What follows belongs to an exercise in optimizing a design on an open flow for small area; a production flow would make more cautious choices.
Where RTL was checked, it was by simulation tests only, not by an equivalence proof against the original.

== v8 ==
// dresser_channel
module dresser_channel (
    input  wire        clk,
    input  wire        rst,           
    input  wire        enable,
    input  wire [12:0] ratio,
    input  wire        invert,
    input  wire        bit_valid,
    input  wire        bit_in,
    input  wire        gain_we,
    input  wire        offset_we,
    input  wire [31:0] coef_wdata,
    input  wire        apply,
    input  wire [2:0]  flags_clr,
    output reg         result_valid,
    output wire [31:0] result_y,
    output wire [31:0] result_x,
    output reg  [2:0]  flags
);
Size in the first run: ~480 flip-flops, about 130 I/O pins.
==> flow/config.mk <==
export PLATFORM = sky130hd
export DESIGN_NAME = dresser_channel
export DESIGN_NICKNAME = dresser_channel
export VERILOG_FILES = /design/flow/design.v
export SDC_FILE = /design/flow/constraint.sdc
export NUM_CORES = 4
export LEC_CHECK = 0
export ABC_AREA = 1
export CAP_MARGIN = 20
export CORE_MARGIN = 2
export CORE_UTILIZATION = 65
export CTS_BUF_LIST = sky130_fd_sc_hd__clkbuf_8
export CTS_CLUSTER_DIAMETER = 60
export CTS_CLUSTER_SIZE = 16
export SLEW_MARGIN = 20
==> flow/constraint.sdc <==
create_clock -name core_clock -period 40.0 [get_ports {clk}]
set_input_delay 8.0000 -clock core_clock [delete_from_list [all_inputs] [get_ports {clk}]]
set_output_delay 8.0000 -clock core_clock [all_outputs]
set_load 0.01 [all_outputs]
standard.sh (not shown) runs the stock make flow with config.mk's settings and CLKGATE_MAP_FILE= SYNTH_SCRIPT=/design/flow/synth_recipe.tcl, a recipe that flattens the netlist after the stock synthesis.
==> flow/flow/run.sh <==
#!/bin/bash
# The standard layout (the standard.sh, unchanged synthesis), with clock
# tree synthesis told not to add dummy loads: the same CTS arguments ORFS
# builds from CTS_CLUSTER_SIZE / CTS_CLUSTER_DIAMETER, plus
# -dont_use_dummy_load. Each tool's full output stays in ORFS's own logs
# (orfs/logs/...); make's output goes to flow.log here.
set -euo pipefail
bash standard.sh \
  CTS_ARGS="-sink_clustering_enable -repair_clock_nets -sink_clustering_size 16 -sink_clustering_max_diameter 60 -buf_list sky130_fd_sc_hd__clkbuf_8 -dont_use_dummy_load" \
  finish > flow.log 2>&1
Here is what was changed in the inputs of v35 compared with v8.
==> flow/flow/run.sh <==
#!/bin/bash
set -euo pipefail
bash standard.sh \
  CTS_ARGS="-sink_clustering_enable -repair_clock_nets -sink_clustering_size 16 -sink_clustering_max_diameter 60 -buf_list sky130_fd_sc_hd__clkbuf_8 -dont_use_dummy_load" \
  finish > flow.log 2>&1
### Flow results
Overall routed net length: v8 vs v35 identical
The overflow left after global routing on v8 is in line with that on v35.
Taking v8 as the reference, in v35 share of cell area taken by flip-flops and latches stayed essentially flat, final worst-path cycle share now sits at about the same level.
In terms of cell depth of the worst setup path, v35 and v8 differ only marginally.
v35 -> v8: final area delta 0, exact match
Met2 wire length came out exactly the same in v8 and v35.
[inputs] v52 vs v35
# v35
export LEC_CHECK = 0
export ABC_AREA = 1
export CAP_MARGIN = 20
export CORE_MARGIN = 2
export CORE_UTILIZATION = 65
export CTS_BUF_LIST = sky130_fd_sc_hd__clkbuf_8
export CTS_CLUSTER_DIAMETER = 60
export CTS_CLUSTER_SIZE = 16
export SLEW_MARGIN = 20
create_clock -name core_clock -period 40.0 [get_ports {clk}]
# v52
export LEC_CHECK = 0
export ABC_AREA = 1
export CAP_MARGIN = 20
export CORE_MARGIN = 2
export CORE_UTILIZATION = 65
export CTS_BUF_LIST = sky130_fd_sc_hd__clkbuf_8
export CTS_CLUSTER_DIAMETER = 60
export CTS_CLUSTER_SIZE = 20
export SLEW_MARGIN = 20
create_clock -name core_clock -period 40.0 [get_ports {clk}]
==> flow/flow/run.sh <==
#!/bin/bash
set -euo pipefail
bash standard.sh \
  CTS_ARGS="-sink_clustering_enable -repair_clock_nets -sink_clustering_size 20 -sink_clustering_max_diameter 60 -buf_list sky130_fd_sc_hd__clkbuf_8 -dont_use_dummy_load" \
  finish > flow.log 2>&1
Findings:
- v52: all stages complete, timing, DRC and antenna checks passed
- v35: done, clean on timing, DRC and antenna
- There was hardly any difference in number of standard cells in the layout, taps in and fillers out between v52 and v35.
- v52 vs v35, post-layout worst setup margin went down by 140 ps.
- Relative to v35, global-route usage has gone down in v52.
- v35 → v52: required time of the worst setup path shows a reduction of 20 ps, via count shows no meaningful change.
- Top layer used by detailed routing: met5 -> v52, met4 -> v35
- Share of final-layout standard cells stronger than drive strength 1: v35 vs v52 — no meaningful difference

---

Starting RTL as in the previous note.
Settings: LEC_CHECK=0, ABC_AREA=1, CAP_MARGIN=20, CORE_MARGIN=2, CORE_UTILIZATION=65, SLEW_MARGIN=20; clock period 40.0 ns.
run.sh (not shown) runs the stock make flow with config.mk's settings and CLKGATE_MAP_FILE= SYNTH_SCRIPT=/design/flow/synth_recipe.tcl, a recipe that flattens the netlist after the stock synthesis.
Stock flow here: none of the scripts above is used.
The baseline completed without violations.
==> next run, changes <==
==> flow/flow/run.sh (new file) <==
#!/bin/bash
# The standard layout (the standard.sh, unchanged synthesis), with clock
# tree synthesis told not to add dummy loads: the same CTS arguments ORFS
# builds from CTS_CLUSTER_SIZE / CTS_CLUSTER_DIAMETER, plus
# -dont_use_dummy_load. Each tool's full output stays in ORFS's own logs
# (orfs/logs/...); make's output goes to flow.log here.
set -euo pipefail
bash standard.sh \
  CTS_ARGS="-sink_clustering_enable -repair_clock_nets -sink_clustering_size 24 -sink_clustering_max_diameter 60 -dont_use_dummy_load" \
  finish > flow.log 2>&1
==> flow/standard.sh (new file) <==
#!/bin/bash
# synth_recipe.tcl (not shown) runs the flow's synth.tcl, then flattens the netlist and writes it again
# the make line also repeats each setting of config.mk as NAME=value (left out here)
make -C /OpenROAD-flow-scripts/flow DESIGN_CONFIG=/design/flow/config.mk WORK_HOME=/design/flow/orfs CLKGATE_MAP_FILE= SYNTH_SCRIPT=/design/flow/synth_recipe.tcl "${@:-finish}"
Settings changed: CORE_UTILIZATION 65 to 40, CTS_CLUSTER_DIAMETER set to 60, CTS_CLUSTER_SIZE set to 24.
removed: flow/run.sh
Outcome: The new run passed the timing, DRC and antenna checks. Synthesized cell count stays the same. Register-to-register slack improves by 0.85 ns. Maximum frequency came out higher by a few percent. Cell count increases by a little under a tenth. Cell area is about the same. Worst setup slack is better by 0.85 ns. Routed wire length went down by a little under a tenth.

---

10-12:
Another version of the RTL of dresser_channel (not shown whole).
Size: about 480 flip-flops.
## dresser_channel
module dresser_channel (
    input  wire        clk,
    input  wire        rst,           
    input  wire        enable,
    input  wire [12:0] ratio,
    input  wire        invert,
    input  wire        bit_valid,
    input  wire        bit_in,
    input  wire        gain_we,
    input  wire        offset_we,
    input  wire [31:0] coef_wdata,
    input  wire        apply,
    input  wire [2:0]  flags_clr,
    output reg         result_valid,
    output wire [31:0] result_y,
    output wire [31:0] result_x,
    output reg  [2:0]  flags
);
    localparam [31:0] ONE = 32'h3F80_0000;
    reg [31:0] gain_stage, offset_stage;
    reg [31:0] gain_act, offset_act;
    always @(posedge clk) begin
        if (rst) begin
            gain_stage   <= ONE;
            offset_stage <= 32'd0;
            gain_act     <= ONE;
            offset_act   <= 32'd0;
        end else begin
            if (gain_we)
                gain_stage <= coef_wdata;
            if (offset_we)
                offset_stage <= coef_wdata;
            if (apply) begin
                gain_act   <= gain_stage;
                offset_act <= offset_stage;
            end
        end
    end
    wire        win_end, sat_now;
    wire [31:0] win_x;
    sinc3_decimator u_dec (
        .clk       (clk),
        .rst       (rst),
        .enable    (enable),
        .ratio     (ratio),
        .invert    (invert),
        .bit_valid (bit_valid),
        .bit_in    (bit_in),
        .win_end   (win_end),
        .win_x     (win_x),
        .sat_now   (sat_now)
    );
    wire fin, of, nx;
    f32_scaler u_scale (
        .clk    (clk),
        .rst    (rst),
        .start  (win_end),
        .x_in   (win_x),
        .gain   (gain_act),
        .offset (offset_act),
        .x_out  (result_x),
        .y_out  (result_y),
        .fin    (fin),
        .of     (of),
        .nx     (nx)
    );
    always @(posedge clk) begin
        if (rst) begin
  ...
Settings: LEC_CHECK=0, ABC_AREA=1, CAP_MARGIN=20, CORE_MARGIN=2, CORE_UTILIZATION=40, CTS_CLUSTER_DIAMETER=100, CTS_CLUSTER_SIZE=20, SLEW_MARGIN=20; clock period 40.0 ns.
Stock flow here: none of the scripts above is used.
10-12 finished all stages; the layout is clean.
Inputs modified between 10-12 and 06-01:
- CTS_CLUSTER_SIZE changed from 20 to 24
- CTS_CLUSTER_DIAMETER changed from 100 to 60
Findings:
- Overall routed net length across 10-12 and 06-01: no real change.
- Share of the clock period used by the worst path after layout was higher in the run labelled 06-01.
- Diff 10-12 -> 06-01: wire length of the first global-routing pass now sits higher, number of signal-net buffers in the layout now sits higher.
- 06-01 against 10-12: fraction of met1 tracks used by global routing shows a reduction of 0.22 points; via count roughly the same; worst hold slack dropped 0.0046 ns.
Function was not checked in any run of this note: the RTL went through the layout flow alone.

---

dresser_channel with an RTL version that a note above also has.
Size: ~4,000 cells after synthesis, ~130 I/O pins, ~31,000 um2 of cells after synthesis.
clock: 40.0 ns
lec_check: 0
abc_area: 1
cap_margin: 20
core_margin: 2
core_utilization: 65
cts_buf_list: sky130_fd_sc_hd__clkbuf_8
cts_cluster_diameter: 60
cts_cluster_size: 16
slew_margin: 20
The first run went through all stages and came out clean.
Edit:
- CTS_BUF_LIST: sky130_fd_sc_hd__clkbuf_8 -> default
- CTS_CLUSTER_SIZE: 16 -> 24
Result: Final area came out higher by 1.5%; final cell count hardly moves; count of clock-buffer cells in the layout rose by 3; wire length went up by 2.8%; setup slack gets worse by 0.18 ns; via count came out higher by 1.2%; global-route usage rises by 1.4 points; area after synthesis is unchanged; sequential share of layout area shrinks by 0.47 points; hold slack degrades by 0.012 ns.

## what the ideal ports hide
No port has a modelled driver above. Below, the same layouts with a new extraction and two added sets of constraints. Step 1 assumes that a clkbuf_16 drives the clock port and a buf_2 every other input. Step 2 moves the port delays by t, midway between the first and last clock arrival at a register: inputs arrive t later, outputs are due t later. That takes back most of the time a late clock gives input paths. Slacks: no drivers / after step 1 / after step 2; pairs: no drivers / after step 1.
run	t (ns)	slack for setup (ns)	worst slew at a driven data input, ns	pins driven straight from the clock port
v8	0.676	9.354 / 9.354 / 9.309	0.05	1
v35	0.676	9.354 / 9.354 / 9.309	0.05	1
v52	0.680	9.210 / 9.210 / 9.210	0.06	1
the first run of note 2	0.675	9.295 / 9.295 / 8.912	0.06	1
the second run of note 2	0.623	10.147 / 10.147 / 9.727	0.06	1
10-12	0.675	5.150 / 5.150 / 5.150	0.08	1
06-01	0.665	5.070 / 5.070 / 5.070	0.07	1
the first run of note 4	0.718	9.329 / 9.329 / 9.329	0.05	1
the second run of note 4	0.669	9.151 / 9.151 / 9.012	0.05	1
After both steps every run listed still meets setup and hold. For the second run of note 2, which loses most, drivers alone change the setup slack by 0.000 ns; drivers and shift together by -0.420 ns.
